Context: an optimization exercise on an open-source flow, tuned for small area and a short achievable clock period. The choices shown serve that exercise and are no tape-out recipe.
In this exercise RTL edits were held to simulation tests only and were not proved equivalent to the original.
Power and IR drop assume default switching activity.

Setup of v6:
==> flow/design.v (excerpt) <==
module dab_conv (
    input  wire         clk,
    input  wire         rst,
    input  wire         in_valid,
    input  wire         in_expand,    
    input  wire [511:0] in_data,      
    input  wire [2:0]   in_nbias,     
    input  wire [3:0]   in_exp,       
    input  wire [3:0]   in_sh,        
    output reg          out_valid,
    output reg  [511:0] out_data,     
    output reg  [3:0]   out_exp,      
    output reg          out_ovf       
);
For scale: about 6000 cells after synthesis, roughly 1100 flip-flops, ~1000 I/O pins, about 53000 sq um of cells after synthesis.
==> module dab_conv, before the edit <==
module dab_conv (
    input  wire         clk,
    input  wire         rst,
    input  wire         in_valid,
    input  wire         in_expand,    
    input  wire [511:0] in_data,      
    input  wire [2:0]   in_nbias,     
    input  wire [3:0]   in_exp,       
    input  wire [3:0]   in_sh,        
    output reg          out_valid,
    output reg  [511:0] out_data,     
    output reg  [3:0]   out_exp,      
    output reg          out_ovf       
);
    integer i, j, k, a;
    reg [14:7] big;
    reg [6:0]  nz;
    always @* begin
        big = 8'd0;
        for (k = 0; k < 32; k = k + 1)
            for (j = 7; j < 15; j = j + 1)
                big[j] = big[j] | (in_data[16*k+j] ^ in_data[16*k+15]);
        nz = 7'd0;
        for (k = 0; k < 32; k = k + 1)
            for (j = 0; j < 7; j = j + 1)
                nz[j] = nz[j] | (in_data[8*k+j] ^ in_data[8*k+7]);
    end
    reg         s1_valid;
    reg         s1_expand;
    reg [511:0] s1_data;
    reg [2:0]   s1_nbias;
    reg [3:0]   s1_exp;
    reg [3:0]   s1_sh;
    reg [14:7]  s1_big;
    reg [6:0]   s1_nz;
    always @(posedge clk) begin
        if (rst)
            s1_valid <= 1'b0;
        else
            s1_valid <= in_valid;
        s1_expand <= in_expand;
        s1_data   <= in_data;
        s1_nbias  <= in_nbias;
        s1_exp    <= in_exp;
        s1_sh     <= in_sh;
        s1_big    <= big;
        s1_nz     <= nz;
    end
    reg [8:1] th;
    reg [3:0] s1_e;
    always @* begin
        th[8] = s1_big[14];
        for (j = 7; j >= 1; j = j - 1)
            th[j] = th[j + 1] | s1_big[j + 6];
        s1_e[3] = th[8];
        s1_e[2] = th[4] & !th[8];
        s1_e[1] = (th[2] & !th[4]) | (th[6] & !th[8]);
        s1_e[0] = (th[1] & !th[2]) | (th[3] & !th[4]) | (th[5] & !th[6]) | (th[7] & !th[8]);
    end
    wire       pk = !s1_expand;
    wire [2:0] pb = {pk & (th[2] & !th[3] | th[5] & !th[6] | th[8]),
                     pk & (th[1] & !th[2] | th[4] & !th[5] | th[7] & !th[8]),
                     pk & (!th[1] | th[3] & !th[4] | th[6] & !th[7])};
    wire [2:0] pa = {pk & th[6], pk & th[3] & !th[6], pk & !th[3]};
    wire [4:0] s1_dp = {1'b1, s1_exp} - {1'b0, s1_sh};
    reg        s1_ovf;
    always @* begin
        s1_ovf = 1'b0;
        for (j = 0; j < 7; j = j + 1)
            s1_ovf = s1_ovf | (s1_nz[j] & (s1_dp >= 31 - j));
        s1_ovf = s1_ovf & s1_expand;
    end
    reg [3:0]  bsel;
    reg [7:0]  asel;
    reg [15:0] sg;      
    always @* begin
        for (j = 0; j < 4; j = j + 1)
            bsel[j] = s1_expand && (s1_dp[1:0] == j);
        for (j = 0; j < 8; j = j + 1)
            asel[j] = s1_expand && (s1_dp[4:2] == j);
        for (j = 0; j < 16; j = j + 1)
            sg[j] = s1_expand && (4 * s1_dp[4:2] < j + 6);
    end
    reg [511:0] res;
    reg [7:0]   m;
    reg [10:0]  z;
    reg [15:0]  x;
    reg [12:0]  zp;
    always @* begin
        res = 512'd0;
        for (k = 0; k < 32; k = k + 1) begin
            m = s1_data[8*k +: 8];
            for (j = 0; j < 11; j = j + 1) begin
                z[j] = 1'b0;
                for (i = 0; i < 4; i = i + 1)
                    if (j >= i)
                        z[j] = z[j] | (bsel[i] & m[(j - i > 7) ? 7 : (j - i)]);
            end
            for (j = 0; j < 16; j = j + 1) begin
                res[16*k+j] = m[7] & sg[j];
                for (a = 0; a < 8; a = a + 1)
                    if (j - 4 * (a - 4) >= 0 && j - 4 * (a - 4) <= 10)
                        res[16*k+j] = res[16*k+j] | (asel[a] & z[j - 4 * (a - 4)]);
            end
        end
        for (k = 0; k < 32; k = k + 1) begin
            x = s1_data[16*k +: 16];
            for (j = 0; j < 13; j = j + 1) begin
                zp[j] = 1'b0;
                for (i = 0; i < 3; i = i + 1)
                    zp[j] = zp[j] | (pb[i] & x[j + i]);
            end
            for (j = 0; j < 7; j = j + 1)
                for (i = 0; i < 3; i = i + 1)
                    res[8*k+j] = res[8*k+j] | (pa[i] & zp[j + 3*i]);
            res[8*k+7] = res[8*k+7] | (pk & x[15]);
        end
    end
    always @(posedge clk) begin
        if (rst)
            out_valid <= 1'b0;
        else
            out_valid <= s1_valid;
        out_data <= res;
        out_exp  <= s1_expand ? 4'd0 : s1_e + {1'b0, s1_nbias};
        out_ovf  <= s1_ovf;
    end
endmodule
clock: 16.0 ns
lec_check: 0
cap_margin: 20
core_margin: 2
core_utilization: 36
place_density: 0.42
slew_margin: 20
standard.sh (not shown) runs the stock make flow with config.mk's settings and CLKGATE_MAP_FILE= SYNTH_SCRIPT=/design/flow/synth_recipe.tcl, a recipe that flattens the netlist after the stock synthesis.
==> flow/flow/run.sh <==
#!/bin/bash
# Standard ORFS layout (the standard.sh, standard synthesis) with changes
# to how the layout is made only:
#  - ports get buf_2 buffers instead of the default pick (a delay cell);
#  - flow/cts_args.txt sets the clock tree's sink clustering.
set -euo pipefail
MARGIN=$(cat flow/margin.txt)
CTS=$(cat flow/cts_args.txt)
bash standard.sh synth > synth.log 2>&1
bash standard.sh "BUFFER_PORTS_ARGS=-buffer_cell sky130_fd_sc_hd__buf_2" \
    "SETUP_SLACK_MARGIN=$MARGIN" "CTS_ARGS=$CTS" finish > layout.log 2>&1
==> flow/flow/cts_args.txt <==
-sink_clustering_enable -repair_clock_nets -sink_clustering_size 25 -sink_clustering_max_diameter 60 -dont_use_dummy_load
==> flow/flow/margin.txt <==
11.45
The following lists how v7 was set up differently from v6:
-- flow/design.v --
<<< v6, line 26
                nz[j] = nz[j] | (in_data[8*k+j] ^ in_data[8*k+7]);
    end
    reg         s1_valid;
    reg         s1_expand;
    reg [511:0] s1_data;
    reg [2:0]   s1_nbias;
    reg [3:0]   s1_exp;
    reg [3:0]   s1_sh;
    reg [14:7]  s1_big;
    reg [6:0]   s1_nz;
>>> v7, line 26
                nz[j] = nz[j] | (in_data[8*k+j] ^ in_data[8*k+7]);
    end
    wire [4:0] dp = {1'b1, in_exp} - {1'b0, in_sh};
    reg [3:0]  bsel;
    reg [7:0]  asel;
    always @* begin
        for (j = 0; j < 4; j = j + 1)
            bsel[j] = in_expand && (dp[1:0] == j);
        for (j = 0; j < 8; j = j + 1)
            asel[j] = in_expand && (dp[4:2] == j);
    end
    reg         s1_valid;
    reg         s1_expand;
    reg [511:0] s1_data;
    reg [2:0]   s1_nbias;
    reg [3:0]   s1_bsel;
    reg [7:0]   s1_asel;
    reg [14:7]  s1_big;
    reg [6:0]   s1_nz;
<<< v6, line 42
        s1_data   <= in_data;
        s1_nbias  <= in_nbias;
        s1_exp    <= in_exp;
        s1_sh     <= in_sh;
        s1_big    <= big;
        s1_nz     <= nz;
>>> v7, line 51
        s1_data   <= in_data;
        s1_nbias  <= in_nbias;
        s1_bsel   <= bsel;
        s1_asel   <= asel;
        s1_big    <= big;
        s1_nz     <= nz;
<<< v6, line 63
                     pk & (!th[1] | th[3] & !th[4] | th[6] & !th[7])};
    wire [2:0] pa = {pk & th[6], pk & th[3] & !th[6], pk & !th[3]};
    wire [4:0] s1_dp = {1'b1, s1_exp} - {1'b0, s1_sh};
    reg        s1_ovf;
    always @* begin
        s1_ovf = 1'b0;
        for (j = 0; j < 7; j = j + 1)
            s1_ovf = s1_ovf | (s1_nz[j] & (s1_dp >= 31 - j));
        s1_ovf = s1_ovf & s1_expand;
    end
    reg [3:0]  bsel;
    reg [7:0]  asel;
    reg [15:0] sg;      
    always @* begin
        for (j = 0; j < 4; j = j + 1)
            bsel[j] = s1_expand && (s1_dp[1:0] == j);
        for (j = 0; j < 8; j = j + 1)
            asel[j] = s1_expand && (s1_dp[4:2] == j);
        for (j = 0; j < 16; j = j + 1)
            sg[j] = s1_expand && (4 * s1_dp[4:2] < j + 6);
    end
    reg [511:0] res;
>>> v7, line 72
                     pk & (!th[1] | th[3] & !th[4] | th[6] & !th[7])};
    wire [2:0] pa = {pk & th[6], pk & th[3] & !th[6], pk & !th[3]};
    reg [31:0] dge;     
    reg        s1_ovf;
    always @* begin
        for (j = 0; j < 32; j = j + 1) begin
            dge[j] = 1'b0;
            for (a = 0; a < 8; a = a + 1)
                for (i = 0; i < 4; i = i + 1)
                    if (4 * a + i >= j)
                        dge[j] = dge[j] | (s1_asel[a] & s1_bsel[i]);
        end
        s1_ovf = 1'b0;
        for (j = 0; j < 7; j = j + 1)
            s1_ovf = s1_ovf | (s1_nz[j] & dge[31 - j]);
    end
    reg [15:0] sg;      
    always @* begin
        for (j = 0; j < 16; j = j + 1) begin
            sg[j] = 1'b0;
            for (a = 0; a < 8; a = a + 1)
                if (4 * a < j + 6)
                    sg[j] = sg[j] | s1_asel[a];
        end
    end
    reg [511:0] res;
<<< v6, line 95
                for (i = 0; i < 4; i = i + 1)
                    if (j >= i)
                        z[j] = z[j] | (bsel[i] & m[(j - i > 7) ? 7 : (j - i)]);
            end
            for (j = 0; j < 16; j = j + 1) begin
>>> v7, line 108
                for (i = 0; i < 4; i = i + 1)
                    if (j >= i)
                        z[j] = z[j] | (s1_bsel[i] & m[(j - i > 7) ? 7 : (j - i)]);
            end
            for (j = 0; j < 16; j = j + 1) begin
<<< v6, line 101
                for (a = 0; a < 8; a = a + 1)
                    if (j - 4 * (a - 4) >= 0 && j - 4 * (a - 4) <= 10)
                        res[16*k+j] = res[16*k+j] | (asel[a] & z[j - 4 * (a - 4)]);
            end
        end
>>> v7, line 114
                for (a = 0; a < 8; a = a + 1)
                    if (j - 4 * (a - 4) >= 0 && j - 4 * (a - 4) <= 10)
                        res[16*k+j] = res[16*k+j] | (s1_asel[a] & z[j - 4 * (a - 4)]);
            end
        end
Results
- v6 has lower non-clock inverter instance count of the final layout than v7.
- In v7 relative to v6, footprint of the flip-flops and latches had gone up slightly.
- Going from v6 to v7, layout buffering overhead excluding clock cells shrinks by 0.73 points.
- The worst hold slack was comparable across v6 and v7.
- v7 does better than v6 on worst setup slack for register-to-register paths.
- Of v6 and v7, the higher part of the total power dissipated in the clock network belongs to v7.

port drivers added, routing unchanged:
The results above use ideal ports. As a check the final layouts listed here were re-extracted and re-timed, cells and wires unchanged. Step 1 sets driving cells, clkbuf_16 on the clock port and buf_2 on the other inputs (assumed; they add their load-dependent delay and slew). Step 2, shift: input delay + t, output delay - t, t = (earliest + latest rising clock arrival at the registers) / 2. This alone moves slack from input paths to output paths. a / b / c = ideal ports / drivers / drivers and shift; a / b = the first two.
run	t (ns)	setup slack, ns	worst setup path at the end	slew at the worst register clock pin (ns)	worst slew at a driven data input, ns
v6	0.810	11.378 / 11.342 / 10.689	input to register	0.10 / 0.10	0.14
v7	0.796	11.390 / 11.367 / 10.652	input to register	0.09 / 0.09	0.14
After both steps setup and hold are still met in every run listed. For v7, which loses most, drivers alone change the setup slack by -0.023 ns; drivers and shift together by -0.738 ns.
